What follows belongs to an exercise in optimizing a design on an open flow for small area, a short achievable clock period and few clock cycles; a production flow would make more cautious choices. Where RTL was checked, it was by simulation tests only, not by an equivalence proof against the original. Function not checked in runs 5 and 6: the RTL went through the layout flow alone. No activity file was given, so power comes from the tool's default toggle rates.

--- flow/config.mk ---
export PLATFORM = sky130hd
export DESIGN_NAME = qsc_decoder
export DESIGN_NICKNAME = qsc_decoder
export VERILOG_FILES = /design/flow/design.v
export SDC_FILE = /design/flow/constraint.sdc
export NUM_CORES = 4
export LEC_CHECK = 0
export CAP_MARGIN = 0
export CORE_MARGIN = 2
export CORE_UTILIZATION = 40
export CTS_CLUSTER_DIAMETER = 80
export CTS_CLUSTER_SIZE = 24
export SETUP_SLACK_MARGIN = 5
export SLEW_MARGIN = 0
--- flow/constraint.sdc ---
create_clock -name core_clock -period 12.0 [get_ports {clk}]
set_input_delay 2.4000 -clock core_clock [delete_from_list [all_inputs] [get_ports {clk}]]
set_output_delay 2.4000 -clock core_clock [all_outputs]
set_load 0.01 [all_outputs]
--- flow/design.v ---
module qsc_decoder (
    input  wire        clk,
    input  wire        rst,
    input  wire        cmd_valid,
    output wire        cmd_ready,
    input  wire [5:0]  cmd_width_m1,
    input  wire [5:0]  cmd_lines_m1,
    input  wire        cmd_hist_reset,
    input  wire [14:0] cmd_nbytes,
    input  wire [7:0]  cmd_fill,
    input  wire        in_valid,
    output wire        in_ready,
    input  wire [7:0]  in_data,
    output wire        out_valid,
    input  wire        out_ready,
    output wire [7:0]  out_pix,
    output wire        done,
    output wire [2:0]  status
);
    localparam [2:0] ST_OK       = 3'd0;
    localparam [2:0] ST_SHORT    = 3'd1;
    localparam [2:0] ST_TRAILING = 3'd2;
    localparam [2:0] ST_SYNTAX   = 3'd7;
    localparam [2:0] S_IDLE = 3'd0;    
    localparam [2:0] S_DEC  = 3'd1;    
    localparam [2:0] S_ERR  = 3'd2;    
    localparam [2:0] S_TAIL = 3'd3;    
    localparam [2:0] S_FIN  = 3'd4;    
    integer i;
    reg [2:0]  state;
    reg        cmd_ready_r;
    reg        in_ready_r;
    reg        done_r;
    reg        done_pend;          
    reg [2:0]  stat;
    reg [5:0]  w_m1;
    reg [5:0]  l_m1;
    reg [7:0]  fill_val;
    reg [14:0] bytes_left;         
    reg [5:0]  j;
    reg [5:0]  ln;
    reg        zero_line;          
    reg [7:0]  a_r, b_r, c_r;
    reg [1:0]  qb_r;               
    reg [2:0]  kc [0:3];           
    reg [7:0]  r0;
    reg [7:0]  s32 [0:31];
    reg [7:0]  s16 [0:15];
    reg [7:0]  s8  [0:7];
    reg [7:0]  s4  [0:3];
    reg [7:0]  s2  [0:1];
    reg [7:0]  s1;
    reg [13:0] acc [0:15];         
    reg [5:0]  cnt_n [0:15];       
    reg [2:0]  kr [0:15];          
    reg [15:0] cv;                 
    reg [3:0]  lctx;               
    reg [13:0] l_a;
    reg [5:0]  l_n;
    reg        l_v;
    reg [4:0]  ri;
    reg        in_run;             
    reg        after_run;          
    reg        run_is_rem;         
    reg [5:0]  run_left;           
    reg [39:0] bb;                 
    reg [5:0]  nbits;              
    reg [7:0]  ibyte;
    reg        ibyte_v;
    reg        ov;
    reg        ofill;              
    function [1:0] qz;
        input [7:0] d;
        begin
            if (d == 8'd0)       qz = 2'd0;
            else if (d <= 8'd3)  qz = 2'd1;
            else if (d <= 8'd15) qz = 2'd2;
            else                 qz = 2'd3;
        end
    endfunction
    function [7:0] absdiff;
        input [7:0] x;
        input [7:0] y;
        begin
            absdiff = (x > y) ? (x - y) : (y - x);
        end
    endfunction
    function [7:0] med;
        input [7:0] a;
        input [7:0] b;
        input [7:0] c;
        reg ab, ca, cb, ac, bc;
        begin
            ab = (a > b);
            ca = (c >= a);
            cb = (c >= b);
            ac = (a >= c);
            bc = (b >= c);
            if (ca && cb)      med = ab ? b : a;       
            else if (ac && bc) med = ab ? a : b;       
            else               med = a + b - c;
        end
    endfunction
    function [3:0] jtab;
        input [4:0] r;
        begin
            case (r)
                5'd0,  5'd1,  5'd2,  5'd3:  jtab = 4'd0;
                5'd4,  5'd5,  5'd6,  5'd7:  jtab = 4'd1;
                5'd8,  5'd9,  5'd10, 5'd11: jtab = 4'd2;
                5'd12, 5'd13, 5'd14, 5'd15: jtab = 4'd3;
                5'd16, 5'd17:               jtab = 4'd4;
                5'd18, 5'd19:               jtab = 4'd5;
                5'd20, 5'd21:               jtab = 4'd6;
                5'd22, 5'd23:               jtab = 4'd7;
                5'd24:                      jtab = 4'd8;
                5'd25:                      jtab = 4'd9;
                5'd26:                      jtab = 4'd10;
                5'd27:                      jtab = 4'd11;
                5'd28:                      jtab = 4'd12;
                5'd29:                      jtab = 4'd13;
                5'd30:                      jtab = 4'd14;
                default:                    jtab = 4'd15;
            endcase
        end
    endfunction
    function [2:0] kfor;
        input [13:0] av;
        input [5:0]  nv;
        integer kk;
        begin
            kfor = 3'd7;
            for (kk = 6; kk >= 0; kk = kk - 1)
                if (({8'd0, nv} << kk) >= av) kfor = kk[2:0];
        end
    endfunction
    function [8:0] add8;
        input [7:0] x;
        input [7:0] y;
        input       ci;
        reg [7:0] g, p, gg, pp, g2, p2;
        reg [8:0] c;
        integer n, d;
        begin
            g = x & y;
            p = x ^ y;
            gg = g;
            pp = p;
            for (d = 1; d < 8; d = d * 2) begin
                g2 = gg;
                p2 = pp;
                for (n = d; n < 8; n = n + 1) begin
                    g2[n] = gg[n] | (pp[n] & gg[n - d]);
                    p2[n] = pp[n] & pp[n - d];
                end
                gg = g2;
                pp = p2;
            end
            c[0] = ci;
            for (n = 0; n < 8; n = n + 1) c[n + 1] = gg[n] | (pp[n] & ci);
            add8 = {c[8], p ^ c[7:0]};
        end
    endfunction
    function [7:0] addm;
        input [7:0] p;
        input [7:0] mv;
        reg [8:0] r;
        begin
            r = add8(p, {1'b0, mv[7:1]} ^ {8{mv[0]}}, 1'b0);
            addm = r[7:0];
        end
    endfunction
    wire       flat = (a_r == b_r) && (b_r == c_r);
    wire [8:0] dac  = {1'b0, a_r} - {1'b0, c_r};
    wire       le3  = dac[8] ? ((dac[8:2] == 7'h7f) && (dac[1:0] != 2'd0)) : (dac[8:2] == 7'd0);
    wire       le15 = dac[8] ? ((dac[8:4] == 5'h1f) && (dac[3:0] != 4'd0)) : (dac[8:4] == 5'd0);
    wire [1:0] qa   = (a_r == c_r) ? 2'd0 : le3 ? 2'd1 : le15 ? 2'd2 : 2'd3;
    wire [3:0] ctx  = {qb_r, qa};
    wire       hit  = l_v && (lctx == ctx);
    wire       cvx  = cv[ctx];
    wire [2:0] k_l  = kfor(l_a, l_n);
    reg  [2:0] kq [0:3];           
    always @(*) begin
        for (i = 0; i < 4; i = i + 1)
            kq[i] = (l_v && lctx == {qb_r, i[1:0]}) ? k_l : kc[i];
    end
    wire [2:0] k    = kq[qa];
    wire [13:0] a_cur = hit ? l_a : cvx ? acc[ctx] : 14'd4;
    wire [5:0]  n_cur = hit ? l_n : cvx ? cnt_n[ctx] : 6'd1;
    wire [7:0] pred = med(a_r, b_r, c_r);
    reg [4:0]  q;
    reg [39:0] v;
    always @(*) begin
        v = bb;
        q = 5'd0;
        if (v[39:24] == 16'd0) begin q[4] = 1'b1; v = {v[23:0], 16'd0}; end
        if (v[39:32] == 8'd0)  begin q[3] = 1'b1; v = {v[31:0], 8'd0};  end
        if (v[39:36] == 4'd0)  begin q[2] = 1'b1; v = {v[35:0], 4'd0};  end
        if (v[39:38] == 2'd0)  begin q[1] = 1'b1; v = {v[37:0], 2'd0};  end
        if (v[39] == 1'b0)     begin q[0] = 1'b1; v = {v[38:0], 1'd0};  end
    end
    wire        z24  = (bb[39:16] == 24'd0);   
    wire        esc  = (q == 5'd23);
    wire [7:0]  t    = v[38:31];               
    wire        sel_m1 = at_top && !rbit && (jr == 4'd0);
    wire [4:0]  qe     = sel_m1 ? q - 5'd1 : q;
    wire        comb   = sel_m1 && (bb[39:17] != 23'd0);       
    reg [7:0]  m_k   [0:7];
    reg [7:0]  ovf_k;
    reg [15:0] qt;
    integer kk;
    always @(*) begin
        qt = {3'd0, qe, t};
        for (kk = 0; kk < 8; kk = kk + 1) begin
            m_k[kk]   = qt[(8 - kk) +: 8];
            ovf_k[kk] = (qt >> (8 - kk)) > 16'd255;
        end
    end
    wire [7:0]  m     = esc ? t : m_k[k];
    wire        movf  = !esc && ovf_k[k];
    wire [7:0]  pix   = addm(pred, m);
    wire [5:0]  len_r = {1'b0, q} + 6'd1 + (esc ? 6'd8 : {3'd0, k});
    wire [5:0]  need_r = z24 ? 6'd24 : len_r;
    wire        more   = ibyte_v || (bytes_left != 15'd0);
    reg [22:0] okpos;              
    always @(*) begin
        for (i = 0; i < 23; i = i + 1) okpos[22 - i] = (nbits >= i + 8);
    end
    wire        r_ok   = (nbits >= 6'd32) || ((bb[39:17] & okpos) != 23'd0) ||
                         (z24 && nbits >= 6'd24) || !more;
    wire        r_short  = (nbits < need_r);
    wire        r_syntax = z24 || movf;
    wire [8:0]  a_lo  = add8(a_cur[7:0], m, 1'b0);
    wire [6:0]  a_hi1 = {1'b0, a_cur[13:8]} + 7'd1;
    wire [14:0] a_sum = {a_lo[8] ? a_hi1 : {1'b0, a_cur[13:8]}, a_lo[7:0]};
    wire        halve = (n_cur == 6'd63);
    wire [13:0] a_new = halve ? a_sum[14:1] : a_sum[13:0];
    wire [5:0]  n_new = halve ? 6'd32 : n_cur + 6'd1;
    wire [3:0]  jr     = jtab(ri);
    wire        rbit   = bb[39];
    wire [14:0] rem    = bb[38:24] >> (4'd15 - jr);
    wire [5:0]  need_run = rbit ? 6'd1 : 6'd1 + {2'd0, jr};
    wire        u_ok   = (nbits >= need_run) || !more;
    wire        u_short = (nbits < need_run);
    wire [6:0]  left   = {1'b0, w_m1} - {1'b0, j} + 7'd1;    
    wire        full   = (jr <= 4'd6) && ((7'd1 << jr) <= left);
    wire [6:0]  chunk_cnt = full ? (7'd1 << jr) : left;
    wire        u_syntax = !rbit && ({8'd0, rem} >= {8'd0, left});
    wire out_free = !ov || out_ready;
    wire in_fill = (run_left != 6'd0);
    wire at_top  = !in_fill && (in_run || (flat && !after_run));
    wire regular = !in_fill && !at_top;
    wire top_run = at_top && !comb;        
    wire dec_reg = regular || comb;        
    wire go    = (state == S_DEC) && out_free && !done_pend &&
                 (in_fill || (at_top ? (u_ok && (!comb || r_ok)) : r_ok));
    wire fail  = top_run ? (u_short || u_syntax) : dec_reg ? (r_short || r_syntax) : 1'b0;
    wire [2:0] fail_stat = (top_run ? u_short : r_short) ? ST_SHORT : ST_SYNTAX;
    wire no_pix = top_run && !rbit && (rem == 15'd0) && !u_short;
    wire emit  = go && !no_pix;
    wire [7:0] value = dec_reg ? pix : a_r;
    wire [5:0] len = in_fill ? 6'd0 : top_run ? need_run : len_r;
    wire last_j    = (j == w_m1);
    wire last_line = (ln == l_m1);
    wire [5:0] dsel = w_m1 - 6'd1;
    wire [7:0] in32 = r0;
    wire [7:0] in16 = dsel[5] ? s32[31] : in32;
    wire [7:0] in8  = dsel[4] ? s16[15] : in16;
    wire [7:0] in4  = dsel[3] ? s8[7]   : in8;
    wire [7:0] in2  = dsel[2] ? s4[3]   : in4;
    wire [7:0] in1  = dsel[1] ? s2[1]   : in2;
    wire [7:0] tap  = dsel[0] ? s1      : in1;
    wire       w1     = (w_m1 == 6'd0);
    wire [7:0] up     = (zero_line && !last_j) ? 8'd0 : tap;    
    wire [7:0] b_next = w1 ? value : up;
    wire [1:0] qb_n   = last_j ? 2'd0 : qz(absdiff(up, b_r));
    wire       acc_go = cmd_valid && cmd_ready_r;
    wire [1:0] qb_sel = acc_go ? 2'd0 : emit ? qb_n : qb_r;
    reg  [2:0] kc_n [0:3];
    always @(*) begin
        for (i = 0; i < 4; i = i + 1) begin
            if (acc_go && cmd_hist_reset)             kc_n[i] = 3'd2;
            else if (l_v && lctx == {qb_sel, i[1:0]}) kc_n[i] = k_l;
            else if (cv[{qb_sel, i[1:0]}])            kc_n[i] = kr[{qb_sel, i[1:0]}];
            else                                      kc_n[i] = 3'd2;
        end
    end
    wire fill_go = (state == S_ERR) && out_free;
    wire        merge  = ibyte_v && (nbits <= 6'd32);
    wire [39:0] bbm    = merge ? (bb | ({ibyte, 32'd0} >> nbits)) : bb;
    wire [5:0]  nbm    = merge ? nbits + 6'd8 : nbits;
    wire [5:0]  ulen   = go ? len : 6'd0;
    wire        in_hs  = in_valid && in_ready_r;
    wire        pix_out = emit || fill_go;
    assign cmd_ready = cmd_ready_r;
    assign in_ready  = in_ready_r;
    assign out_valid = ov;
    assign out_pix   = ofill ? fill_val : r0;
    assign done      = done_r;
    assign status    = stat;
    wire [14:0] bl_n = bytes_left - (in_hs ? 15'd1 : 15'd0);
    wire        ib_n = in_hs ? 1'b1 : (merge ? 1'b0 : ibyte_v);
    wire [5:0]  nb_n = nbm - ulen;
    always @(posedge clk) begin
        if (l_v) begin
            acc[lctx]   <= l_a;
            cnt_n[lctx] <= l_n;
            kr[lctx]    <= k_l;
        end
        for (i = 0; i < 4; i = i + 1) kc[i] <= kc_n[i];
        qb_r <= qb_sel;
        if (emit) begin
            r0 <= value;
            s32[0] <= in32;
            for (i = 1; i < 32; i = i + 1) s32[i] <= s32[i - 1];
            s16[0] <= in16;
            for (i = 1; i < 16; i = i + 1) s16[i] <= s16[i - 1];
            s8[0] <= in8;
            for (i = 1; i < 8; i = i + 1) s8[i] <= s8[i - 1];
            s4[0] <= in4;
            for (i = 1; i < 4; i = i + 1) s4[i] <= s4[i - 1];
            s2[0] <= in2;
            s2[1] <= s2[0];
            s1 <= in1;
        end
        if (pix_out) ofill <= fill_go || fail;
        if (in_hs)   ibyte <= in_data;
        if (rst) begin
            state       <= S_IDLE;
            cmd_ready_r <= 1'b1;
            in_ready_r  <= 1'b0;
            done_r      <= 1'b0;
            done_pend   <= 1'b0;
            stat        <= ST_OK;
            ov          <= 1'b0;
            ibyte_v     <= 1'b0;
            bytes_left  <= 15'd0;
        end else begin
            done_r <= 1'b0;
            if (pix_out)        ov <= 1'b1;
            else if (out_ready) ov <= 1'b0;
            bytes_left <= bl_n;
            if (l_v) cv[lctx] <= 1'b1;
            case (state)
                S_IDLE: begin
                    in_ready_r <= 1'b0;
                end
                S_DEC: begin
                    ibyte_v    <= ib_n;
                    bb         <= bbm << ulen;
                    nbits      <= nb_n;
                    in_ready_r <= (bl_n != 15'd0) && (!ib_n || nb_n <= 6'd32);
                    if (go) begin
                        if (in_fill) begin
                            run_left <= run_left - 6'd1;
                            if (run_left == 6'd1 && run_is_rem) after_run <= 1'b1;
                        end else if (top_run) begin
                            if (rbit) begin
                                in_run     <= 1'b1;
                                run_is_rem <= 1'b0;
                                run_left   <= chunk_cnt[5:0] - 6'd1;
                                if (full && ri != 5'd31) ri <= ri + 5'd1;
                            end else begin
                                in_run     <= 1'b0;
                                run_is_rem <= 1'b1;
                                if (ri != 5'd0) ri <= ri - 5'd1;
                                if (rem <= 15'd1) after_run <= 1'b1;
                                if (rem != 15'd0) run_left <= rem[5:0] - 6'd1;
                            end
                        end else begin
                            after_run <= 1'b0;
                            if (comb) begin
                                in_run <= 1'b0;
                                if (ri != 5'd0) ri <= ri - 5'd1;
                            end
                            lctx <= ctx;
                            l_a  <= a_new;
                            l_n  <= n_new;
                            l_v  <= 1'b1;
                        end
                        if (emit) begin
                            b_r <= w1 ? value : up;
                            a_r <= (last_j && !w1) ? up : value;
                            c_r <= !last_j ? b_r : w1 ? value : up;
                            if (last_j) begin
                                j         <= 6'd0;
                                ln        <= ln + 6'd1;
                                zero_line <= 1'b0;
                                in_run    <= 1'b0;
                                after_run <= 1'b0;
                                run_left  <= 6'd0;
                            end else begin
                                j   <= j + 6'd1;
                            end
                        end
                        if (fail) begin
                            stat <= fail_stat;
                            if (last_j && last_line) state <= S_FIN;
                            else                     state <= S_ERR;
                            in_ready_r <= (bl_n != 15'd0);
                        end else if (emit && last_j && last_line) begin
                            state       <= S_TAIL;
                            cmd_ready_r <= (bl_n == 15'd0);
                        end
                    end
                    if (done_pend && out_free) begin
                        done_r    <= 1'b1;
                        done_pend <= 1'b0;
                    end
                end
                S_ERR: begin
                    in_ready_r <= (bl_n != 15'd0);
                    if (fill_go) begin
                        if (last_j) begin
                            j  <= 6'd0;
                            ln <= ln + 6'd1;
                            if (last_line) state <= S_FIN;
                        end else begin
                            j <= j + 6'd1;
                        end
                    end
                end
                S_TAIL: begin
                    in_ready_r <= (bl_n != 15'd0);
                    stat <= (bytes_left != 15'd0 || ibyte_v || nbits >= 6'd8 || bb != 40'd0) ?
                            ST_TRAILING : ST_OK;
                    if (bl_n == 15'd0 && out_free) begin
                        done_r      <= 1'b1;
                        cmd_ready_r <= 1'b1;
                        state       <= S_IDLE;
                    end else begin
                        cmd_ready_r <= 1'b0;
                        state       <= S_FIN;
                    end
                end
                S_FIN: begin
                    in_ready_r <= (bl_n != 15'd0);
                    if (bl_n == 15'd0 && out_free) begin
                        done_r      <= 1'b1;
                        cmd_ready_r <= 1'b1;
                        state       <= S_IDLE;
                    end
                end
                default: state <= S_IDLE;
            endcase
            if (cmd_valid && cmd_ready_r) begin
                cmd_ready_r <= 1'b0;
                if (state == S_TAIL && !out_free) done_pend <= 1'b1;
                w_m1       <= cmd_width_m1;
                l_m1       <= cmd_lines_m1;
                fill_val   <= cmd_fill;
                bytes_left <= cmd_nbytes;
                in_ready_r <= (cmd_nbytes != 15'd0);
                ibyte_v    <= 1'b0;
                bb         <= 40'd0;
                nbits      <= 6'd0;
                j          <= 6'd0;
                ln         <= 6'd0;
                in_run     <= 1'b0;
                after_run  <= 1'b0;
                run_left   <= 6'd0;
                zero_line  <= cmd_hist_reset;
                if (cmd_hist_reset) begin
                    a_r <= 8'd0;
                    b_r <= 8'd0;
                    c_r <= 8'd0;
                    cv  <= 16'd0;
                    l_v <= 1'b0;
                    ri  <= 5'd0;
                end
                state <= S_DEC;
            end
        end
    end
endmodule
--- flow/run.sh ---
#!/bin/bash
# synth_recipe.tcl (not shown) runs the flow's synth.tcl, then flattens the netlist and writes it again
# the make line also repeats each setting of config.mk as NAME=value (left out here)
make -C /OpenROAD-flow-scripts/flow DESIGN_CONFIG=/design/flow/config.mk WORK_HOME=/design/flow/orfs CLKGATE_MAP_FILE= SYNTH_SCRIPT=/design/flow/synth_recipe.tcl finish
==> flow_metrics.tcl, run 1 <==
set metrics [dict create \
    synthTopCellsByArea "edfxtp_1, ha_1, mux2i_1" \
    cap_violations 0 \
    place_hpwl_um 85160 \
    antenna_left 0 \
    fin_crit_sh 0.5650 \
    first_pass_iters 7 \
    cp_slowest_cell "edfxtp_1" \
    final_common_cell "edfxtp_1" \
    vias 34440 \
    cts.sinks 1092 \
    cp-start-kind "flip-flop" \
    clk_path_buf_depth 3 \
    io_pins 64 \
    dieArea_um2 132300 \
    async_flop_share 0 \
    ys_types 103 \
    syn_area_per_cell_um2 12.66 \
    drc_errors 0 \
    core_um2 129000 \
    p_sw_mw 2.809 \
    row_count 132 \
    yosys.area.top_type_share 0.6073 \
    skew_ns 0.06423 \
    n_antenna_cell 0 \
    synth-main-ff-cell "edfxtp_1" \
    internal-power_mw 6.309 \
    port_buffers 63 \
    synth_nets 4331 \
    yosysTopAreaCell "edfxtp_1" \
    gr-total-overflow 0 \
    synth-warning-count 10 \
    htreeDepth 2 \
    initialDrtViolationCount 3881 \
    cts_buffers 58 \
    syn_to_final_growth_pct 11.62 \
    slew_viol_final 0 \
    cts_tree "built" \
    setup.worst_path.class "reg2reg" \
    met2WireLength_um 62490 \
    cp_max_fo 10 \
    finalCoreUtilization 0.4480 \
    synth_area_um2 51770 \
    clock_latency_ns 0.72 \
    crit_path_max_incr_delay_ns 0.49 \
    avgViaCountPerCell 5.755 \
    final_cell_mix "edfxtp_1, nand2_1, nor2_1, a21oi_1, mux2i_1" \
    peakVddDrop_v 0.0001201 \
    num-nets-final 4454 \
    hold_buffers 0 \
    met1Wirelength_um 62030 \
    die_x_um 363.8 \
    grtUsageTotal 0.1981 \
    drt-wirelength-per-cell_um 22.90 \
    hold_violations 0 \
    dr_wl_met3_um 8477 \
    grt_max_degree 93 \
    p_sw_frac 0.3081 \
    finalCriticalPeriod_ns 6.780 \
    totalWireLength_um 137000 \
    layout-drive-gt1-share 0.1162 \
    antenna_found_initial 1 \
    grt_pass1_wl_um 202000 \
    top_layer "met5" \
    cts-root-buf "clkbuf_16" \
    end_kind "flip-flop" \
    power_leakage_nw 20.61 \
    seqPwrFrac 0.495 \
    start_util 0.4014 \
    power_density_nw_per_um2 157.8 \
    globalplace.congestion 0.9611 \
    clock.fmax_mhz 147.5 \
    yosysSeqAreaShare 0.6247 \
    rsz0062_at_grt "true" \
    worstPathRequired_ns 12.56 \
    slew_headroom 0.2570 \
    crit_arrival_ns 7.34 \
    synthCells 4091 \
    synth-seq-cells 1092 \
    tns_ns 0 \
    clk_pin_slew_worst_paths_ns 0.10 \
    tightest_slew_ns 1.115 \
    combPwrFrac 0.264 \
    grt_pass1_vias 32280 \
    die_h_um 363.8 \
    hold_class "reg2reg" \
    p_clk_frac 0.241 \
    outcome "timing/DRC/antenna clean" \
    synth-edff-count 1047 \
    setup_viol 0 \
]
[synthesized netlist by cell type (21+ instances only)]
library cell  instances
buf_1                23
nand4_1              25
o21ai_0             163
nor2b_1              32
a21o_1               40
nand3_1              69
nand2_1             348
o221ai_1             25
nor2_1              323
nor4_1               25
buf_2                31
mux2_2               60
nor3_1               60
edfxtp_1           1047
and3_1               33
a21oi_1             293
clkbuf_1            133
xnor2_1              67
nand2b_1             21
o22ai_1              91
mux4_2               21
a22oi_1              27
xor2_1               36
mux2i_1             195
inv_1               159
o211ai_1             36
and2_1               47
dfxtp_1              45
a31oi_1              48
a211oi_1             81
ha_1                176
[area by class of cell]
type | instances | area (µm²)
clock inverters | 23 | 295.3
clock buffers | 65 | 1479
flip-flops and latches | 1092 | 32340
fillers | 11750 | 71200
well taps | 1742 | 2180
inverters | 171 | 660.6
repair buffers | 253 | 2232
multi-input cells | 2638 | 18600
[logic make-up (layout without fill, tap and decap cells)]
family,after synthesis,after routing,synth area share
flip-flops,1092,1092,0.6247
buffers and inverters,363,512,0.02765
multiplexers,281,281,0.06102
adder cells (fa/ha/maj),191,191,0.04833
XOR/XNOR,104,104,0.01774
AO/OA/AOI/OAI,1008,1009,0.1266
AND/OR/NAND/NOR,1052,1053,0.09398
[power by group through the flow]
stage | clock network (mW) | logic (mW) | registers [mW]
after floorplan | 0 | 1.60 | 4.54
after global placement | 0 | 2.12 | 4.61
after detailed placement | 0 | 2.15 | 4.61
after CTS | 2.26 | 2.22 | 4.52
after global routing | 2.37 | 2.62 | 4.54
final | 2.19 | 2.41 | 4.52
[stage by stage]
stage	worst slack (ns)	hold WS (ns)	power [mW]	area, µm²	cells
after floorplan	5.229	0.4003	6.139	51780	4091
after global placement	4.030	0.4008	6.728	54370	5769
after CTS	5.010	0.3967	9.000	56760	5899
after global routing	4.842	0.4019	9.532	57790	5984
final	5.220	0.3974	9.118	57790	5984
after detailed placement	3.825	0.4045	6.754	54370	5769
[sequential cells by signal, summed over array words and instances, names as in the netlist, 16 cells and up]
| register | count |
|---|---|
| cnt_n | 96 |
| s2 | 16 |
| cv | 16 |
| s8 | 64 |
| s16 | 128 |
| acc | 224 |
| s4 | 32 |
| bb | 40 |
| kr | 48 |
| s32 | 256 |
[metal layers]
metal | GRT usage | vias to the layer above
li1 | - | 15780
met3 | 0.02363 | 261
met2 | 0.3111 | 1280
met4 | 0.05768 | 2
met1 | 0.2888 | 17110
met5 | 0 | -
[critical path: cells and delay by family (launching register included)]
family	cells	cell delay, ns
AND/OR/NAND/NOR	4	0.70
XOR/XNOR	2	0.50
buffers and inverters	5	0.84
AO/OA/AOI/OAI	16	3.22
flip-flops	1	0.49
adder cells (fa/ha/maj)	2	0.56
multiplexers	1	0.31
[worst paths after layout]
path,start,endpoint,slack (ns),depth (start not counted)
max,l_n[0],c_r[7],5.22,30
min,s32[23][4],s32[24][4],0.40,0
max reg2reg,l_n[0],c_r[7],5.22,30
min reg2reg,s32[23][4],s32[24][4],0.40,0
[repair_timing]
item / CTS / global route
cloned: 2 / 5
pin swaps: 3 / 17
setup buffers: 40 / 80
gates resized for setup: 52 / 80
endpoints found under the setup margin: 100 / 91
Testbench counts, summed over its fixed seeds: cycles 146,447.
==> run 2, diff against run 1 <==
--- a/flow/config.mk
+++ b/flow/config.mk
@@ -5,10 +5,11 @@
 export SDC_FILE = /design/flow/constraint.sdc
 export NUM_CORES = 4
 export LEC_CHECK = 0
-export CAP_MARGIN = 0
+export CAP_MARGIN = 20
 export CORE_MARGIN = 2
 export CORE_UTILIZATION = 40
 export CTS_CLUSTER_DIAMETER = 80
 export CTS_CLUSTER_SIZE = 24
 export SETUP_SLACK_MARGIN = 5
-export SLEW_MARGIN = 0
+export SLEW_MARGIN = 20
+export TNS_END_PERCENT = 5
==> flow_metrics.tcl, run 2 <==
set metrics [dict create \
    final_common_cell "edfxtp_1" \
    initialDrtViolationCount 4054 \
    async_flop_share 0 \
    synth_area_um2 51770 \
    seqPwrFrac 0.499 \
    tns_ns 0 \
    gr-total-overflow 0 \
    worstRegToRegCells 28 \
    clock_latency_ns 0.71 \
    antenna_left 0 \
    largest_reg_flops 256 \
    cp_max_fo 13 \
    syn_area_per_cell_um2 12.66 \
    cp-start-kind "flip-flop" \
    synth-main-ff-cell "edfxtp_1" \
    fin_area_um2 57610 \
    globalplace.congestion 0.9611 \
    grt_max_degree 93 \
    cts.sinks 1092 \
    synth-xor-area-share 0.01774 \
    finalCriticalPeriod_ns 6.810 \
    synth_most_common_cell "edfxtp_1" \
    dieArea_um2 132300 \
    totalWireLength_um 136200 \
    syn_to_final_growth_pct 11.27 \
    die_x_um 363.8 \
    yosys.area_share.adder 0.04833 \
    setup_viol 0 \
    grtUsageTotal 0.1973 \
    internal-power_mw 6.276 \
    yosys.area.top_type_share 0.6073 \
    worstPathRequired_ns 12.44 \
    start_util 0.4014 \
    finalCoreUtilization 0.4466 \
    slew_headroom 0.2645 \
    synth-seq-cells 1092 \
    first_pass_iters 6 \
    hold_violations 0 \
    grt_pass1_wl_um 201200 \
    final_cell_mix "edfxtp_1, nand2_1, nor2_1, a21oi_1, mux2i_1" \
    drc_errors 0 \
    cts-root-buf "clkbuf_16" \
    synthMuxAreaShare 0.06102 \
    p_sw_mw 2.784 \
    port_buffers 63 \
    grt_pass1_vias 32210 \
    combPwrFrac 0.260 \
    htreeDepth 2 \
    drt-wirelength-per-cell_um 22.79 \
    crit_arrival_ns 7.25 \
    core_um2 129000 \
    postPlaceCellArea_um2 54370 \
    cp_slowest_cell "edfxtp_1" \
    synth_nets 4331 \
    synthTopCellsByArea "edfxtp_1, ha_1, mux2i_1" \
    synth-compound-area-share 0.1266 \
    hold_class "reg2reg" \
    vias 34430 \
    antenna_found_initial 2 \
    end_kind "flip-flop" \
    layout-drive-gt1-share 0.1120 \
    cts_buffers 58 \
    hold_buffers 0 \
    tightest_slew_ns 1.099 \
    critPathLaunch "bb[25]" \
    regMostFlops "s32" \
    power_leakage_nw 20.54 \
    r2r_start "bb[25]" \
    worstHoldPathCells 0 \
    rsz0062_at_grt "true" \
    clk_pin_slew_worst_paths_ns 0.09 \
    biggestRegsByFlops "s32: 256 flops, acc: 224 flops, s16: 128 flops" \
    synthSimpleGateAreaFrac 0.09398 \
    crit_path_max_incr_delay_ns 0.66 \
    ys_types 103 \
    cts_tree "built" \
    p_clk_frac 0.241 \
    cap_violations 0 \
    synth-edff-count 1047 \
    num-nets-final 4444 \
    die_h_um 363.8 \
    yosysTopAreaCell "edfxtp_1" \
    clock.fmax_mhz 146.8 \
    avgViaCountPerCell 5.762 \
    yosys-top-cells-count "edfxtp_1, nand2_1, nor2_1" \
    outcome "timing/DRC/antenna clean" \
    io_pins 64 \
    power_density_nw_per_um2 157.3 \
    row_count 132 \
    synthCells 4091 \
    peakVddDrop_v 0.0001199 \
    clk_path_buf_depth 3 \
    yosysSeqAreaShare 0.6247 \
    synth-warning-count 10 \
    synth_top_family_by_area "compound AO/OA/AOI/OAI gates" \
    fin_crit_sh 0.5675 \
    p_sw_frac 0.3073 \
    slew_viol_final 0 \
    min-delay-start "s32[23][4]" \
    skew_ns 0.06279 \
    setup.worst_path.class "reg2reg" \
    place_hpwl_um 85160 \
]
-- run 2: final cells by class --
class / instances / area, µm²
fillers: 11760 / 71380
flip-flops and latches: 1092 / 32340
multi-input cells: 2637 / 18520
well taps: 1742 / 2180
repair buffers: 244 / 2135
clock buffers: 65 / 1479
inverters: 171 / 658.1
clock inverters: 23 / 295.3
diodes: 1 / 2.502
-- run 2: worst max-delay path, delay by kind of cell (launching register included) --
kind	cells	cell delay (ns)
and+or+nand+nor	6	1.34
muxes	2	0.44
AOI/OAI and AO/OA	14	2.94
adders and majority gates	1	0.46
buffers and inverters	4	0.55
xor gates and xnor gates	1	0.14
DFF	1	0.66
-- run 2: metrics by stage --
step                      hold WS, ns  total power [mW]  setup slack, ns  std cells
after floorplan                0.4003             6.139            5.229       4091
after global placement         0.4008             6.728            4.030       5769
after detailed placement       0.4045             6.754            3.825       5769
after CTS                      0.3967             8.982            4.862       5890
after global routing           0.4019             9.486            4.784       5974
final                          0.3966             9.060            5.190       5975
-- run 2: final timing paths --
path,endpoint,slack (ns)
max,l_a[11],5.19
min,s32[24][4],0.40
max reg2reg,l_a[11],5.19
min reg2reg,s32[24][4],0.40
-- run 2: per-layer routing --
metal,vias up,track usage,part of all wire
met5,-,0,0.000051
met4,2,0.05419,0.028
met3,241,0.02334,0.063
met2,1309,0.3106,0.46
met1,17120,0.2882,0.45
li1,15760,-,-
-- run 2: repair_timing --
action | 4_1_cts | 5_1_grt
cloned | 1 | 4
resized for setup | 39 | 77
setup endpoints to repair | 100 | 270
pin swaps | 2 | 17
buffers inserted | 32 | 78
-- run 2: power groups by stage --
stage | clock (mW) | sequential [mW] | combinational, mW
after global routing | 2.37 | 4.54 | 2.58
after floorplan | 0 | 4.54 | 1.60
final | 2.19 | 4.52 | 2.36
after detailed placement | 0 | 4.61 | 2.15
after CTS | 2.26 | 4.52 | 2.20
after global placement | 0 | 4.61 | 2.12
-- run 2: kinds of logic (layout without fill, tap and decap cells) --
group                      after synthesis  count (layout)
DFF                                   1092            1092
and+or+nand+nor                       1052            1053
AOI/OAI and AO/OA                     1008            1008
buffers and inverters                  363             503
muxes                                  281             281
adders and majority gates              191             191
xor gates and xnor gates               104             104
other                                    0               1
==> run 3, diff against run 2 <==
--- a/flow/config.mk
+++ b/flow/config.mk
@@ -12,4 +12,4 @@
 export CTS_CLUSTER_SIZE = 24
 export SETUP_SLACK_MARGIN = 5
 export SLEW_MARGIN = 20
-export TNS_END_PERCENT = 5
+export TNS_END_PERCENT = 30
==> flow_metrics.tcl, run 3 <==
set metrics [dict create \
    yosys-top-cells-count "edfxtp_1, nand2_1, nor2_1" \
    place_hpwl_um 85160 \
    core_um2 129000 \
    outcome "timing/DRC/antenna clean" \
    peakVddDrop_v 0.0001197 \
    cp_slowest_cell "edfxtp_1" \
    layout.cells.non_filler 5989 \
    grt_pass1_vias 32280 \
    htreeDepth 2 \
    cp-start-kind "flip-flop" \
    first_pass_iters 6 \
    finalCoreUtilization 0.4484 \
    critical-path-top-delay-family "compound AO/OA/AOI/OAI gates" \
    synth-edff-count 1047 \
    drc_errors 0 \
    ys_types 103 \
    synthTopCellsByArea "edfxtp_1, ha_1, mux2i_1" \
    power_density_nw_per_um2 157.6 \
    synthCells 4091 \
    antenna_found_initial 1 \
    crit_arrival_ns 7.33 \
    clock_latency_ns 0.71 \
    grt_pass1_wl_um 202000 \
    vias 34410 \
    slew_viol_final 0 \
    dieArea_um2 132300 \
    cts_tree "built" \
    synth-compound-area-share 0.1266 \
    slew_headroom 0.2805 \
    clk_path_buf_depth 3 \
    die_h_um 363.8 \
    synth-main-ff-cell "edfxtp_1" \
    cap_violations 0 \
    synth-warning-count 10 \
    yosys.area_share.adder 0.04833 \
    clock.fmax_mhz 147.8 \
    rsz0062_at_grt "true" \
    crit_path_max_incr_delay_ns 0.49 \
    globalplace.congestion 0.9611 \
    yosys.area.top_type_share 0.6073 \
    grtUsageTotal 0.1981 \
    final_cell_mix "edfxtp_1, nand2_1, nor2_1, a21oi_1, mux2i_1" \
    synthSimpleGateAreaFrac 0.09398 \
    finalCriticalPeriod_ns 6.766 \
    n_antenna_cell 0 \
    drt-wirelength-per-cell_um 22.85 \
    async_flop_share 0 \
    regArea_um2 32340 \
    initialDrtViolationCount 3914 \
    totalWireLength_um 136800 \
    num-nets-final 4459 \
    fin_crit_sh 0.5638 \
    cts-root-buf "clkbuf_16" \
    tns_ns 0 \
    whs_ns 0.3948 \
    synth_nets 4331 \
    synth-xor-area-share 0.01774 \
    avgViaCountPerCell 5.745 \
    multi_input_area_um2 18610 \
    yosysSeqAreaShare 0.6247 \
    synth_top_family_by_area "compound AO/OA/AOI/OAI gates" \
    row_count 132 \
    crit_buf_inv 5 \
    cts.sinks 1092 \
    gr-total-overflow 0 \
    regMostFlops "s32" \
    syn_to_final_growth_pct 11.71 \
    yosysTopAreaCell "edfxtp_1" \
    start_util 0.4014 \
    nFillCells 11740 \
    grt_max_degree 93 \
    clk_pin_slew_worst_paths_ns 0.10 \
    setup.worst_path.class "reg2reg" \
    synth-seq-cells 1092 \
    tightest_slew_ns 1.075 \
    cp_max_fo 10 \
    synth_most_common_cell "edfxtp_1" \
    port_buffers 63 \
    largest_reg_flops 256 \
    biggestRegsByFlops "s32: 256 flops, acc: 224 flops, s16: 128 flops" \
    die_x_um 363.8 \
    hold_violations 0 \
    skew_ns 0.06113 \
    synth_area_um2 51770 \
    end_kind "flip-flop" \
    dp.cells 5769 \
    syn_area_per_cell_um2 12.66 \
    hold_class "reg2reg" \
    antenna_left 0 \
    power_leakage_nw 20.62 \
    synthMuxAreaShare 0.06102 \
    worstPathRequired_ns 12.56 \
    cts_buffers 58 \
    final_common_cell "edfxtp_1" \
    io_pins 64 \
    setup_viol 0 \
    layout-drive-gt1-share 0.1177 \
]
-- run 3: layout make-up --
type	instances	share of cell area
clock inverter	23	0.005106
multi-input combinational	2638	0.3218
tap	1742	0.03769
inverter	171	0.01142
timing repair buffer	258	0.03918
sequential	1092	0.5592
clock buffer	65	0.02557
-- run 3: through the flow --
stage	setup WS, ns	cell area (µm²)	power, mW
2_1_floorplan	5.229	51780	6.139
3_3_place_gp	4.030	54370	6.728
3_5_place_dp	3.825	54370	6.754
4_1_cts	5.010	56760	9.000
5_1_grt	4.842	57840	9.535
6_report	5.234	57840	9.112
-- run 3: final timing paths --
kind | startpoint | slack [ns] | cells past startpoint | end
worst min-delay path | s32[11][3] | 0.39 | 0 | s32[12][3]
worst max-delay path | l_n[0] | 5.23 | 30 | c_r[7]
worst max register to register | l_n[0] | 5.23 | 30 | c_r[7]
worst min register to register | s32[11][3] | 0.39 | 0 | s32[12][3]
-- run 3: what timing repair did --
action                     4_1_cts  5_1_grt
resized for setup               52       83
gates cloned                     2        5
pin swaps                        3       17
buffers inserted                40       83
hold buffers                     0        0
setup endpoints to repair      100       91
-- run 3: per-layer routing --
layer,track usage,part of all wire,up-vias
li1,-,-,15800
met1,0.2888,0.45,17080
met2,0.3111,0.46,1269
met3,0.02363,0.063,265
met4,0.05768,0.030,2
met5,0,0.000051,-
-- run 3: report_power, final --
part	internal [mW]	switching, mW	leakage (nW)
Clock	0.923	1.27	0.864
Sequential	4.39	0.123	10.1
Combinational	0.993	1.41	9.68
Total	6.31	2.80	20.6
-- run 3: kinds of logic (layout without fill, tap and decap cells) --
logic type | count (synthesis) | in the layout
multiplexers | 281 | 281
AO/OA/AOI/OAI | 1008 | 1009
XOR/XNOR | 104 | 104
flip-flops | 1092 | 1092
buffers and inverters | 363 | 517
AND/OR/NAND/NOR | 1052 | 1053
adder cells (fa/ha/maj) | 191 | 191
==> run 4, diff against run 3 <==
==> flow/flow/run.sh (new file) <==
#!/bin/bash
set -euo pipefail
sed -E 's/SETUP_SLACK_MARGIN=[-0-9.]+/SETUP_SLACK_MARGIN=6.5/' standard.sh > standard_margin.sh
grep -q 'SETUP_SLACK_MARGIN=6.5' standard_margin.sh
bash standard_margin.sh > standard.log 2>&1
==> flow/standard.sh (new file) <==
#!/bin/bash
# synth_recipe.tcl (not shown) runs the flow's synth.tcl, then flattens the netlist and writes it again
# the make line also repeats each setting of config.mk as NAME=value (left out here)
make -C /OpenROAD-flow-scripts/flow DESIGN_CONFIG=/design/flow/config.mk WORK_HOME=/design/flow/orfs CLKGATE_MAP_FILE= SYNTH_SCRIPT=/design/flow/synth_recipe.tcl "${@:-finish}"
--- a/flow/config.mk
+++ b/flow/config.mk
@@ -12,4 +12,3 @@
 export CTS_CLUSTER_SIZE = 24
 export SETUP_SLACK_MARGIN = 5
 export SLEW_MARGIN = 20
-export TNS_END_PERCENT = 30
removed: flow/run.sh
==> flow_metrics.tcl, run 4 <==
set metrics [dict create \
    final_cell_mix "edfxtp_1, nand2_1, buf_4, nor2_1, a21oi_1" \
    rrSetupSlack_ns 5.58 \
    synth-warning-count 10 \
    vias 36050 \
    layout-drive-gt1-share 0.2541 \
    die_h_um 363.8 \
    synth_nets 4331 \
    num-nets-final 4686 \
    power_density_nw_per_um2 161.6 \
    avgViaCountPerCell 5.776 \
    dp.cells 5766 \
    grt_pass1_wl_um 211900 \
    n_antenna_cell 0 \
    port_buffers 63 \
    end_kind "flip-flop" \
    die_x_um 363.8 \
    setup.worst_path.class "reg2reg" \
    finalCoreUtilization 0.4913 \
    antenna_left 0 \
    skew_ns 0.08244 \
    r2r_end "kc[2][2]" \
    clock.fmax_mhz 155.7 \
    path_common_cell "mux2_4" \
    gr-total-overflow 0 \
    cp_max_fo 5 \
    yosysSeqAreaShare 0.6247 \
    cap_violations 0 \
    cp-start-kind "flip-flop" \
    synth_area_um2 51770 \
    hold_violations 0 \
    slew_headroom 0.2427 \
    synth-edff-count 1047 \
    drc_errors 0 \
    min-delay-start "s16[13][7]" \
    regMostFlops "s32" \
    grt_max_degree 203 \
    cts_tree "built" \
    hold_class "reg2reg" \
    grtUsageTotal 0.2076 \
    synth_most_common_cell "edfxtp_1" \
    crit_arrival_ns 7.05 \
    tns_ns 0 \
    worstRegToRegCells 32 \
    tightest_slew_ns 1.130 \
    row_count 132 \
    syn_area_per_cell_um2 12.66 \
    finalCriticalPeriod_ns 6.425 \
    largest_reg_flops 256 \
    fin_area_um2 63380 \
    core_um2 129000 \
    htreeDepth 2 \
    synth-main-ff-cell "edfxtp_1" \
    yosys.area.top_type_share 0.6073 \
    ys_types 103 \
    outcome "timing/DRC/antenna clean" \
    cp_slowest_cell "edfxtp_1" \
    clk_pin_slew_worst_paths_ns 0.10 \
    power_leakage_nw 22.41 \
    clock_latency_ns 0.73 \
    hold_end "s16[14][7]" \
    antenna_found_initial 1 \
    postPlaceCellArea_um2 54990 \
    rsz0062_at_grt "true" \
    peakVddDrop_v 0.0001230 \
    worstHoldPathCells 0 \
    globalplace.congestion 0.9248 \
    crit_path_max_incr_delay_ns 0.43 \
    start_util 0.4014 \
    r2r_start "w_m1[0]" \
    synth-seq-cells 1092 \
    async_flop_share 0 \
    totalWireLength_um 144000 \
    worstPathRequired_ns 12.62 \
    final_common_cell "edfxtp_1" \
    yosysTopAreaCell "edfxtp_1" \
    dieArea_um2 132300 \
    nFillCells 11050 \
    pre_cts_ws_ns 3.686 \
    drt-wirelength-per-cell_um 23.07 \
    power.total_mw 10.24 \
    slew_viol_final 0 \
    synthCells 4091 \
    first_pass_iters 5 \
    io_pins 64 \
    hold_buffers 0 \
    cts-root-buf "clkbuf_16" \
    fin_crit_sh 0.5354 \
    initialDrtViolationCount 4224 \
    place_hpwl_um 85240 \
    cts_buffers 61 \
    yosys-top-cells-count "edfxtp_1, nand2_1, nor2_1" \
    cts.sinks 1092 \
    biggestRegsByFlops "s32: 256 flops, acc: 224 flops, s16: 128 flops" \
    syn_to_final_growth_pct 22.41 \
    layout.cells.non_filler 6241 \
    grt_pass1_vias 33660 \
    synthTopCellsByArea "edfxtp_1, ha_1, mux2i_1" \
    whs_ns 0.3783 \
    clk_path_buf_depth 3 \
    setup_viol 0 \
    fin_ws_ns 5.575 \
]
-- run 4: cell types whose count changed in the layout (fill, tap and decap cells not counted), sizes merged --
cell,change
clkinvlp,+7
buf,+218
inv,-3
clkbuf,+24
bufbuf,+3
o32a,-1
nand3,+1
bufinv,+1
clkinv,+2
-- run 4: cells by family after synthesis --
group | after synthesis | share of synthesized area
flip-flops | 1092 | 0.6247
AND/OR/NAND/NOR | 1052 | 0.09398
multiplexers | 281 | 0.06102
XOR/XNOR | 104 | 0.01774
buffers and inverters | 363 | 0.02765
adder cells (fa/ha/maj) | 191 | 0.04833
AO/OA/AOI/OAI | 1008 | 0.1266
-- run 4: layout make-up --
cell class | count | area (µm²) | share of cell area
flip-flops and latches | 1092 | 32340 | 0.5103
repair buffers | 476 | 4484 | 0.07076
repair inverters | 6 | 106.4 | 0.001678
inverters | 171 | 738.2 | 0.01165
clock inverters | 24 | 412.9 | 0.006515
clock buffers | 92 | 1663 | 0.02624
well taps | 1742 | 2180 | 0.03439
multi-input cells | 2638 | 21450 | 0.3384
-- run 4: worst max path at each step --
| stage | start | end | slack, ns | cells past startpoint |
|---|---|---|---|---|
| after floorplan | w_m1[4] | kc[3][0] | 6.02 | 30 |
| after global placement | a_r[0] | in_ready_r | 3.75 | 32 |
| after detailed placement | a_r[3] | in_ready_r | 3.69 | 29 |
| after CTS | w_m1[0] | kc[3][2] | 5.64 | 32 |
| after global routing | w_m1[0] | kc[2][2] | 5.30 | 29 |
| final | w_m1[0] | kc[2][2] | 5.58 | 32 |
-- run 4: timing repair --
item	in CTS	in global routing
setup endpoints to repair	209	413
gates cloned	11	7
resized for setup	407	289
setup buffers	240	101
pin swaps	142	147
-- run 4: where the power goes --
group / total [mW] / internal [mW] / switching [mW] / leakage [nW]
registers: 4.50 / 4.39 / 0.112 / 10.1
logic: 3.36 / 1.58 / 1.77 / 11.4
clock network: 2.38 / 1.05 / 1.33 / 0.973
total: 10.2 / 7.02 / 3.22 / 22.4
-- run 4: metal layers --
layer | wire length [µm] | global-route usage
met1 | 63830 | 0.3034
met5 | 7 | 0
met3 | 9984 | 0.02510
met2 | 65500 | 0.3267
met4 | 4676 | 0.05671
-- run 4: worst max-delay path: cells and delay by family (launching register included) --
| family | cells | cell delay, ns |
|---|---|---|
| compound gates | 9 | 1.73 |
| xor+xnor | 2 | 0.27 |
| fa+ha+maj | 2 | 0.49 |
| buf+inv | 6 | 0.73 |
| flops | 1 | 0.43 |
| mux | 6 | 1.64 |
| simple gates | 7 | 1.01 |
==> run 5, diff against run 4 <==
--- a/flow/design.v
+++ b/flow/design.v
@@ -171,7 +171,8 @@
         end
     endfunction
     wire       flat = (a_r == b_r) && (b_r == c_r);
-    wire [8:0] dac  = {1'b0, a_r} - {1'b0, c_r};
+    wire [8:0] dac_c = add8(a_r, ~c_r, 1'b1);              
+    wire [8:0] dac  = {!dac_c[8], dac_c[7:0]};
     wire       le3  = dac[8] ? ((dac[8:2] == 7'h7f) && (dac[1:0] != 2'd0)) : (dac[8:2] == 7'd0);
     wire       le15 = dac[8] ? ((dac[8:4] == 5'h1f) && (dac[3:0] != 4'd0)) : (dac[8:4] == 5'd0);
     wire [1:0] qa   = (a_r == c_r) ? 2'd0 : le3 ? 2'd1 : le15 ? 2'd2 : 2'd3;
@@ -256,7 +257,7 @@
                  (in_fill || (at_top ? (u_ok && (!comb || r_ok)) : r_ok));
     wire fail  = top_run ? (u_short || u_syntax) : dec_reg ? (r_short || r_syntax) : 1'b0;
     wire [2:0] fail_stat = (top_run ? u_short : r_short) ? ST_SHORT : ST_SYNTAX;
-    wire no_pix = top_run && !rbit && (rem == 15'd0) && !u_short;
+    wire no_pix = top_run && !rbit && (rem == 15'd0) && !u_short && !u_syntax;
     wire emit  = go && !no_pix;
     wire [7:0] value = dec_reg ? pix : a_r;
     wire [5:0] len = in_fill ? 6'd0 : top_run ? need_run : len_r;
@@ -301,6 +302,7 @@
     wire [14:0] bl_n = bytes_left - (in_hs ? 15'd1 : 15'd0);
     wire        ib_n = in_hs ? 1'b1 : (merge ? 1'b0 : ibyte_v);
     wire [5:0]  nb_n = nbm - ulen;
+    wire [5:0]  nb_lb = (!go || in_fill) ? nbm : top_run ? (nbm - need_run) : (nbm - {1'b0, q} - 6'd1);
     always @(posedge clk) begin
         if (l_v) begin
             acc[lctx]   <= l_a;
@@ -349,7 +351,7 @@
                     ibyte_v    <= ib_n;
                     bb         <= bbm << ulen;
                     nbits      <= nb_n;
-                    in_ready_r <= (bl_n != 15'd0) && (!ib_n || nb_n <= 6'd32);
+                    in_ready_r <= (bl_n != 15'd0) && (!ib_n || nb_lb <= 6'd32);
                     if (go) begin
                         if (in_fill) begin
                             run_left <= run_left - 6'd1;
==> flow/run.sh (new file) <==
#!/bin/bash
# synth_recipe.tcl (not shown) runs the flow's synth.tcl, then flattens the netlist and writes it again
# the make line also repeats each setting of config.mk as NAME=value (left out here)
make -C /OpenROAD-flow-scripts/flow DESIGN_CONFIG=/design/flow/config.mk WORK_HOME=/design/flow/orfs CLKGATE_MAP_FILE= SYNTH_SCRIPT=/design/flow/synth_recipe.tcl finish
removed: flow/flow/run.sh
removed: flow/standard.sh
==> flow_metrics.tcl, run 5 <==
set metrics [dict create \
    hold_class "reg2reg" \
    cts-root-buf "clkbuf_16" \
    clk_pin_slew_worst_paths_ns 0.10 \
    skew_ns 0.06283 \
    slew_viol_final 0 \
    synth-edff-count 1047 \
    crit_buf_inv 6 \
    die_x_um 367.6 \
    power_density_nw_per_um2 152.3 \
    hold_violations 0 \
    totalWireLength_um 143100 \
    crit_arrival_ns 7.34 \
    cp.depth 30 \
    die_h_um 367.6 \
    end_kind "flip-flop" \
    htreeDepth 2 \
    p_clk_frac 0.251 \
    crit_path_max_incr_delay_ns 0.59 \
    regMostFlops "s32" \
    synth-warning-count 10 \
    globalplace.congestion 0.9377 \
    synth-seq-cells 1092 \
    slew_headroom 0.1674 \
    yosysTopAreaCell "edfxtp_1" \
    cts.sinks 1092 \
    r2r_end "l_a[12]" \
    yosysSeqAreaShare 0.6117 \
    clk_path_buf_depth 3 \
    worstRegToRegCells 30 \
    nFillCells 11860 \
    r2r_start "a_r[0]" \
    first_pass_iters 7 \
    grt_pass1_vias 34230 \
    n_antenna_cell 0 \
    drt-wirelength-per-cell_um 23.40 \
    syn_area_per_cell_um2 12.66 \
    layout-drive-gt1-share 0.1441 \
    cp_max_fo 7 \
    ys_types 115 \
    clock_latency_ns 0.73 \
    rsz0062_at_grt "true" \
    setup.worst_path.class "reg2reg" \
    antenna_left 0 \
    biggestRegsByFlops "s32: 256 flops, acc: 224 flops, s16: 128 flops" \
    place_hpwl_um 89770 \
    finalCriticalPeriod_ns 6.854 \
    grtUsageTotal 0.2040 \
    row_count 133 \
    grt_pass1_wl_um 213800 \
    largest_reg_flops 256 \
    tightest_slew_ns 1.233 \
    clock.fmax_mhz 145.9 \
    p_sw_frac 0.3055 \
    gr-total-overflow 0 \
    fin_area_um2 59480 \
    fin_crit_sh 0.5712 \
    synth_most_common_cell "edfxtp_1" \
    core_um2 131300 \
    crit_path_end "l_a[12]" \
    drc_errors 0 \
    num-nets-final 4581 \
    avgViaCountPerCell 5.890 \
    cts_tree "built" \
    layout.cells.non_filler 6114 \
    start_util 0.4027 \
    cts_buffers 61 \
    tns_ns 0 \
    initialDrtViolationCount 4019 \
    setup_viol 0 \
    dieArea_um2 135100 \
    critical-path-top-delay-family "compound AO/OA/AOI/OAI gates" \
    worstPathRequired_ns 12.49 \
    p_sw_mw 2.768 \
    peakVddDrop_v 0.0001439 \
    yosys.area.top_type_share 0.5947 \
    antenna_found_initial 2 \
    final_cell_mix "edfxtp_1, nand2_1, nor2_1, a21oi_1, buf_4" \
    vias 36010 \
    internal-power_mw 6.293 \
    cp_slowest_cell "or4_4" \
    rrSetupSlack_ns 5.15 \
    power_leakage_nw 21.02 \
    seqPwrFrac 0.495 \
    outcome "timing/DRC/antenna clean" \
    grt_max_degree 100 \
    cap_violations 0 \
    synthTopCellsByArea "edfxtp_1, ha_1, a21oi_1" \
    yosys-top-cells-count "edfxtp_1, nand2_1, nor2_1" \
    port_buffers 63 \
    synthCells 4177 \
    synth_area_um2 52870 \
    critPathLaunch "a_r[0]" \
    combPwrFrac 0.254 \
    cp-start-kind "flip-flop" \
    dp.cells 5863 \
    io_pins 64 \
    synth-main-ff-cell "edfxtp_1" \
    syn_to_final_growth_pct 12.51 \
    final_common_cell "edfxtp_1" \
    postPlaceCellArea_um2 55490 \
    synth_nets 4426 \
    finalCoreUtilization 0.4530 \
    async_flop_share 0 \
]
[run 5: cell types whose count changed in the layout (fill, tap and decap cells not counted), sizes merged, moves of 28 or more]
cell	before	now
buf	405	228
mux2i	196	138
a221oi	14	55
nand2	349	308
clkbuf	96	66
a211oi	81	53
[run 5: kinds of logic (layout without fill, tap and decap cells)]
logic type / count (synthesis) / count (layout) / share of synthesized area
buf+inv: 386 / 566 / 0.02953
simple gates: 1037 / 1039 / 0.09369
flops: 1092 / 1092 / 0.6117
mux: 243 / 243 / 0.05325
compound gates: 1111 / 1111 / 0.1443
fa+ha+maj: 200 / 200 / 0.04960
xor+xnor: 108 / 108 / 0.01789
[run 5: final cells by class]
class | count | area (µm²) | area share
clock buffer | 63 | 1534 | 0.02579
clock inverter | 27 | 375.4 | 0.006310
inverter | 180 | 708.2 | 0.01191
multi-input combinational | 2701 | 19710 | 0.3313
sequential | 1092 | 32340 | 0.5437
tap | 1755 | 2196 | 0.03692
timing repair buffer | 295 | 2615 | 0.04396
timing repair inverter | 1 | 5.005 | 0.00008414
[run 5: how the worst min path moves through the flow]
stage / end / cells past startpoint / slack [ns] / start
2_1_floorplan: s16[10][0] / 0 / 0.40 / s16[9][0]
6_report: s16[5][4] / 0 / 0.37 / s16[4][4]
5_1_grt: s16[12][6] / 0 / 0.39 / s16[11][6]
3_3_place_gp: s8[1][5] / 0 / 0.40 / s8[0][5]
4_1_cts: s16[3][4] / 0 / 0.37 / s16[2][4]
3_5_place_dp: s16[10][3] / 0 / 0.40 / s16[9][3]
[run 5: what timing repair did]
action,4_1_cts,5_1_grt
pin swaps,19,37
buffers inserted,70,82
resized for setup,71,87
setup endpoints to repair,110,73
cloned,4,5
hold buffers,0,0
[run 5: worst register-to-register path: cells and delay by family (launching register included)]
family	cells	cell delay [ns]
AOI/OAI and AO/OA	15	2.98
adders and majority gates	3	0.74
buffers and inverters	6	0.70
DFF	1	0.42
muxes	1	0.13
and+or+nand+nor	5	1.67
[run 5: power groups by stage]
stage,Clock [mW],Combinational (mW),Sequential (mW)
2_1_floorplan,0,1.45,4.52
4_1_cts,2.35,2.10,4.49
5_1_grt,2.47,2.49,4.50
3_5_place_dp,0,1.99,4.57
6_report,2.28,2.30,4.48
3_3_place_gp,0,1.97,4.57
[run 5: through the flow]
| stage | power [mW] | setup WS, ns | hold WS [ns] |
|---|---|---|---|
| final | 9.061 | 5.146 | 0.3685 |
| after global routing | 9.465 | 4.911 | 0.3889 |
| after CTS | 8.930 | 4.951 | 0.3681 |
| after detailed placement | 6.561 | 3.150 | 0.4045 |
| after global placement | 6.537 | 3.278 | 0.4006 |
| after floorplan | 5.971 | 5.191 | 0.4003 |
[run 5: metal layers]
| metal | vias to the layer above | wire (µm) | GRT usage |
|---|---|---|---|
| met5 | - | 0 | 0 |
| met4 | 0 | 4494 | 0.06479 |
| met3 | 252 | 9363 | 0.02752 |
| met2 | 1322 | 64090 | 0.3132 |
| met1 | 18010 | 65110 | 0.2990 |
| li1 | 16430 | - | - |
==> run 6, diff against run 5 <==
--- a/flow/design.v
+++ b/flow/design.v
@@ -42,7 +42,6 @@
     reg        zero_line;          
     reg [7:0]  a_r, b_r, c_r;
     reg [1:0]  qb_r;               
-    reg [2:0]  kc [0:3];           
     reg [7:0]  r0;
     reg [7:0]  s32 [0:31];
     reg [7:0]  s16 [0:15];
@@ -171,8 +170,7 @@
         end
     endfunction
     wire       flat = (a_r == b_r) && (b_r == c_r);
-    wire [8:0] dac_c = add8(a_r, ~c_r, 1'b1);              
-    wire [8:0] dac  = {!dac_c[8], dac_c[7:0]};
+    wire [8:0] dac  = {1'b0, a_r} - {1'b0, c_r};
     wire       le3  = dac[8] ? ((dac[8:2] == 7'h7f) && (dac[1:0] != 2'd0)) : (dac[8:2] == 7'd0);
     wire       le15 = dac[8] ? ((dac[8:4] == 5'h1f) && (dac[3:0] != 4'd0)) : (dac[8:4] == 5'd0);
     wire [1:0] qa   = (a_r == c_r) ? 2'd0 : le3 ? 2'd1 : le15 ? 2'd2 : 2'd3;
@@ -180,12 +178,7 @@
     wire       hit  = l_v && (lctx == ctx);
     wire       cvx  = cv[ctx];
     wire [2:0] k_l  = kfor(l_a, l_n);
-    reg  [2:0] kq [0:3];           
-    always @(*) begin
-        for (i = 0; i < 4; i = i + 1)
-            kq[i] = (l_v && lctx == {qb_r, i[1:0]}) ? k_l : kc[i];
-    end
-    wire [2:0] k    = kq[qa];
+    wire [2:0] k    = hit ? k_l : cvx ? kr[ctx] : 3'd2;
     wire [13:0] a_cur = hit ? l_a : cvx ? acc[ctx] : 14'd4;
     wire [5:0]  n_cur = hit ? l_n : cvx ? cnt_n[ctx] : 6'd1;
     wire [7:0] pred = med(a_r, b_r, c_r);
@@ -257,7 +250,7 @@
                  (in_fill || (at_top ? (u_ok && (!comb || r_ok)) : r_ok));
     wire fail  = top_run ? (u_short || u_syntax) : dec_reg ? (r_short || r_syntax) : 1'b0;
     wire [2:0] fail_stat = (top_run ? u_short : r_short) ? ST_SHORT : ST_SYNTAX;
-    wire no_pix = top_run && !rbit && (rem == 15'd0) && !u_short && !u_syntax;
+    wire no_pix = top_run && !rbit && (rem == 15'd0) && !u_short;
     wire emit  = go && !no_pix;
     wire [7:0] value = dec_reg ? pix : a_r;
     wire [5:0] len = in_fill ? 6'd0 : top_run ? need_run : len_r;
@@ -277,15 +270,6 @@
     wire [1:0] qb_n   = last_j ? 2'd0 : qz(absdiff(up, b_r));
     wire       acc_go = cmd_valid && cmd_ready_r;
     wire [1:0] qb_sel = acc_go ? 2'd0 : emit ? qb_n : qb_r;
-    reg  [2:0] kc_n [0:3];
-    always @(*) begin
-        for (i = 0; i < 4; i = i + 1) begin
-            if (acc_go && cmd_hist_reset)             kc_n[i] = 3'd2;
-            else if (l_v && lctx == {qb_sel, i[1:0]}) kc_n[i] = k_l;
-            else if (cv[{qb_sel, i[1:0]}])            kc_n[i] = kr[{qb_sel, i[1:0]}];
-            else                                      kc_n[i] = 3'd2;
-        end
-    end
     wire fill_go = (state == S_ERR) && out_free;
     wire        merge  = ibyte_v && (nbits <= 6'd32);
     wire [39:0] bbm    = merge ? (bb | ({ibyte, 32'd0} >> nbits)) : bb;
@@ -302,14 +286,12 @@
     wire [14:0] bl_n = bytes_left - (in_hs ? 15'd1 : 15'd0);
     wire        ib_n = in_hs ? 1'b1 : (merge ? 1'b0 : ibyte_v);
     wire [5:0]  nb_n = nbm - ulen;
-    wire [5:0]  nb_lb = (!go || in_fill) ? nbm : top_run ? (nbm - need_run) : (nbm - {1'b0, q} - 6'd1);
     always @(posedge clk) begin
         if (l_v) begin
             acc[lctx]   <= l_a;
             cnt_n[lctx] <= l_n;
             kr[lctx]    <= k_l;
         end
-        for (i = 0; i < 4; i = i + 1) kc[i] <= kc_n[i];
         qb_r <= qb_sel;
         if (emit) begin
             r0 <= value;
@@ -351,7 +333,7 @@
                     ibyte_v    <= ib_n;
                     bb         <= bbm << ulen;
                     nbits      <= nb_n;
-                    in_ready_r <= (bl_n != 15'd0) && (!ib_n || nb_lb <= 6'd32);
+                    in_ready_r <= (bl_n != 15'd0) && (!ib_n || nb_n <= 6'd32);
                     if (go) begin
                         if (in_fill) begin
                             run_left <= run_left - 6'd1;
==> flow_metrics.tcl, run 6 <==
set metrics [dict create \
    htreeDepth 3 \
    n_antenna_cell 0 \
    power_density_nw_per_um2 164.1 \
    row_count 131 \
    syn_to_final_growth_pct 13.44 \
    final_common_cell "edfxtp_1" \
    rsz0062_at_grt "true" \
    cp_max_fo 6 \
    grt_pass1_wl_um 197200 \
    nFillCells 11370 \
    io_pins 64 \
    synth_nets 4257 \
    crit_path_max_incr_delay_ns 0.42 \
    cap_violations 0 \
    crit_buf_inv 5 \
    cp-start-kind "flip-flop" \
    regMostFlops "s32" \
    end_kind "flip-flop" \
    tightest_slew_ns 1.122 \
    first_pass_iters 6 \
    antenna_found_initial 2 \
    start_util 0.4017 \
    place_hpwl_um 78490 \
    synth_most_common_cell "edfxtp_1" \
    largest_reg_flops 256 \
    synthCells 4016 \
    skew_ns 0.05178 \
    totalWireLength_um 130100 \
    fin_crit_sh 0.6038 \
    cts_buffers 67 \
    yosysTopAreaCell "edfxtp_1" \
    setup.worst_path.class "reg2reg" \
    clk_path_buf_depth 3 \
    initialDrtViolationCount 3551 \
    cts.sinks 1080 \
    yosys.area.top_type_share 0.6153 \
    clk_pin_slew_worst_paths_ns 0.09 \
    tns_ns 0 \
    die_x_um 361.4 \
    power.total_mw 9.512 \
    yosysSeqAreaShare 0.6282 \
    synthTopCellsByArea "edfxtp_1, ha_1, mux2i_1" \
    power_leakage_nw 20.50 \
    antenna_left 0 \
    drt-wirelength-per-cell_um 22.27 \
    worstPathRequired_ns 12.54 \
    critical-path-top-delay-family "compound AO/OA/AOI/OAI gates" \
    slew_viol_final 0 \
    grt_max_degree 101 \
    ys_types 108 \
    layout-drive-gt1-share 0.1475 \
    synth_area_um2 51100 \
    cts_tree "built" \
    slew_headroom 0.2466 \
    clock_latency_ns 0.68 \
    die_h_um 361.4 \
    peakVddDrop_v 0.0001630 \
    final_cell_mix "edfxtp_1, nand2_1, nor2_1, a21oi_1, o21ai_0" \
    synth-edff-count 1047 \
    hold_class "reg2reg" \
    async_flop_share 0 \
    clock.fmax_mhz 138.0 \
    grtUsageTotal 0.1940 \
    avgViaCountPerCell 5.740 \
    synth-seq-cells 1080 \
    outcome "timing/DRC/antenna clean" \
    drc_errors 0 \
    hold_violations 0 \
    grt_pass1_vias 32080 \
    crit_arrival_ns 7.78 \
    path_common_cell "a21o_1" \
    biggestRegsByFlops "s32: 256 flops, acc: 224 flops, s16: 128 flops" \
    core_um2 127200 \
    finalCriticalPeriod_ns 7.246 \
    num-nets-final 4392 \
    vias 33540 \
    gr-total-overflow 0 \
    cts-root-buf "clkbuf_16" \
    cp_slowest_cell "edfxtp_1" \
    syn_area_per_cell_um2 12.72 \
    port_buffers 63 \
    globalplace.congestion 0.8931 \
    dieArea_um2 130600 \
    synth-warning-count 7 \
    yosys-top-cells-count "edfxtp_1, nand2_1, nor2_1" \
    synth-main-ff-cell "edfxtp_1" \
    setup_viol 0 \
]
## run 6: cell count changes in the layout (fill, tap and decap cells not counted), moves of 30 or more
cell / previous run / this run
nand3_1: 82 / 45
buf_4: 208 / 171
o22ai_1: 75 / 24
nand2_1: 301 / 331
inv_1: 166 / 135
o21ai_0: 141 / 214
## run 6: stage by stage
step | worst slack [ns] | util | std cells | cell area (µm²) | hold slack [ns]
floorplan | 4.989 | - | 4016 | 51170 | 0.4003
global placement | 2.755 | 0.4225 | 5617 | 53730 | 0.4004
detailed placement | 2.746 | 0.4225 | 5618 | 53740 | 0.4045
CTS | 4.909 | 0.4497 | 5804 | 57200 | 0.4081
global route | 4.466 | 0.4557 | 5844 | 57960 | 0.4087
finish | 4.754 | 0.4557 | 5844 | 57960 | 0.4066
## run 6: layout make-up
type,count,area (µm²),area share
clock inverters,31,447.9,0.007728
well taps,1662,2079,0.03588
inverters,149,599.3,0.01034
repair inverters,1,8.758,0.0001511
multi-input cells,2590,18660,0.3220
repair buffers,262,2369,0.04086
clock buffers,69,1694,0.02923
flip-flops and latches,1080,32100,0.5538
## run 6: worst paths after layout
path                                 from         end  slack (ns)  cells past startpoint
worst max-delay path               a_r[0]      a_r[7]        4.75                     35
worst min-delay path            s32[9][6]  s32[10][6]        0.41                      0
worst max register to register     a_r[0]      a_r[7]        4.75                     35
worst min register to register  s32[9][6]  s32[10][6]        0.41                      0
## run 6: kinds of logic after synthesis
group,synth area share
buf+inv,0.02720
mux,0.05673
compound gates,0.1278
simple gates,0.09243
xor+xnor,0.01836
fa+ha+maj,0.04922
flops,0.6282
## run 6: routing by layer
layer	routed length [µm]	track usage	up-vias
met2	59240	0.3055	1082
met4	4643	0.06912	0
met3	7770	0.02865	275
li1	-	-	15520
met1	58480	0.2732	16670
met5	0	0	-
## run 6: report_power, final
part / switching [mW] / internal [mW] / total, mW
Clock: 1.34 / 1.09 / 2.43
Combinational: 1.48 / 1.15 / 2.63
Sequential: 0.108 / 4.34 / 4.45
## run 6: repair_timing
| action | CTS | global route |
|---|---|---|
| endpoints found under the setup margin | 106 | 52 |
| hold buffers | 0 | 0 |
| buffers inserted | 72 | 40 |
| gates cloned | 14 | 0 |
| gates resized for setup | 129 | 92 |
| pin swaps | 58 | 70 |

==> port drivers added, routing unchanged <==
Ports are ideal in the flow. The routed layouts listed here were re-timed in OpenROAD. Step 1 assumes that a clkbuf_16 drives the clock port and a buf_2 every other input. Step 2, shift: input delay + t, output delay - t, t = (earliest + latest rising clock arrival at the registers) / 2. This alone moves slack from input paths to output paths. a / b / c = ideal / step 1 / step 2; a / b = the first two.
run | t, ns | setup slack, ns | hold slack, ns | slew at the worst register clock pin (ns) | cell pins on the clock port's net
run 1 | 0.764 | 5.220 / 5.220 / 5.220 | 0.397 / 0.397 / 0.397 | 0.10 / 0.10 | 1
run 2 | 0.762 | 5.190 / 5.190 / 5.190 | 0.397 / 0.397 / 0.397 | 0.10 / 0.10 | 1
run 3 | 0.762 | 5.234 / 5.234 / 5.222 | 0.395 / 0.395 / 0.395 | 0.10 / 0.10 | 1
run 4 | 0.770 | 5.575 / 5.575 / 5.530 | 0.378 / 0.378 / 0.378 | 0.11 / 0.11 | 1
run 5 | 0.768 | 5.146 / 5.146 / 5.146 | 0.368 / 0.368 / 0.368 | 0.10 / 0.10 | 1
run 6 | 0.726 | 4.754 / 4.754 / 4.754 | 0.407 / 0.407 / 0.407 | 0.09 / 0.09 | 1
After both steps every run listed still meets setup and hold. For run 4, which loses most, drivers alone change the setup slack by 0.000 ns; drivers and shift together by -0.045 ns.
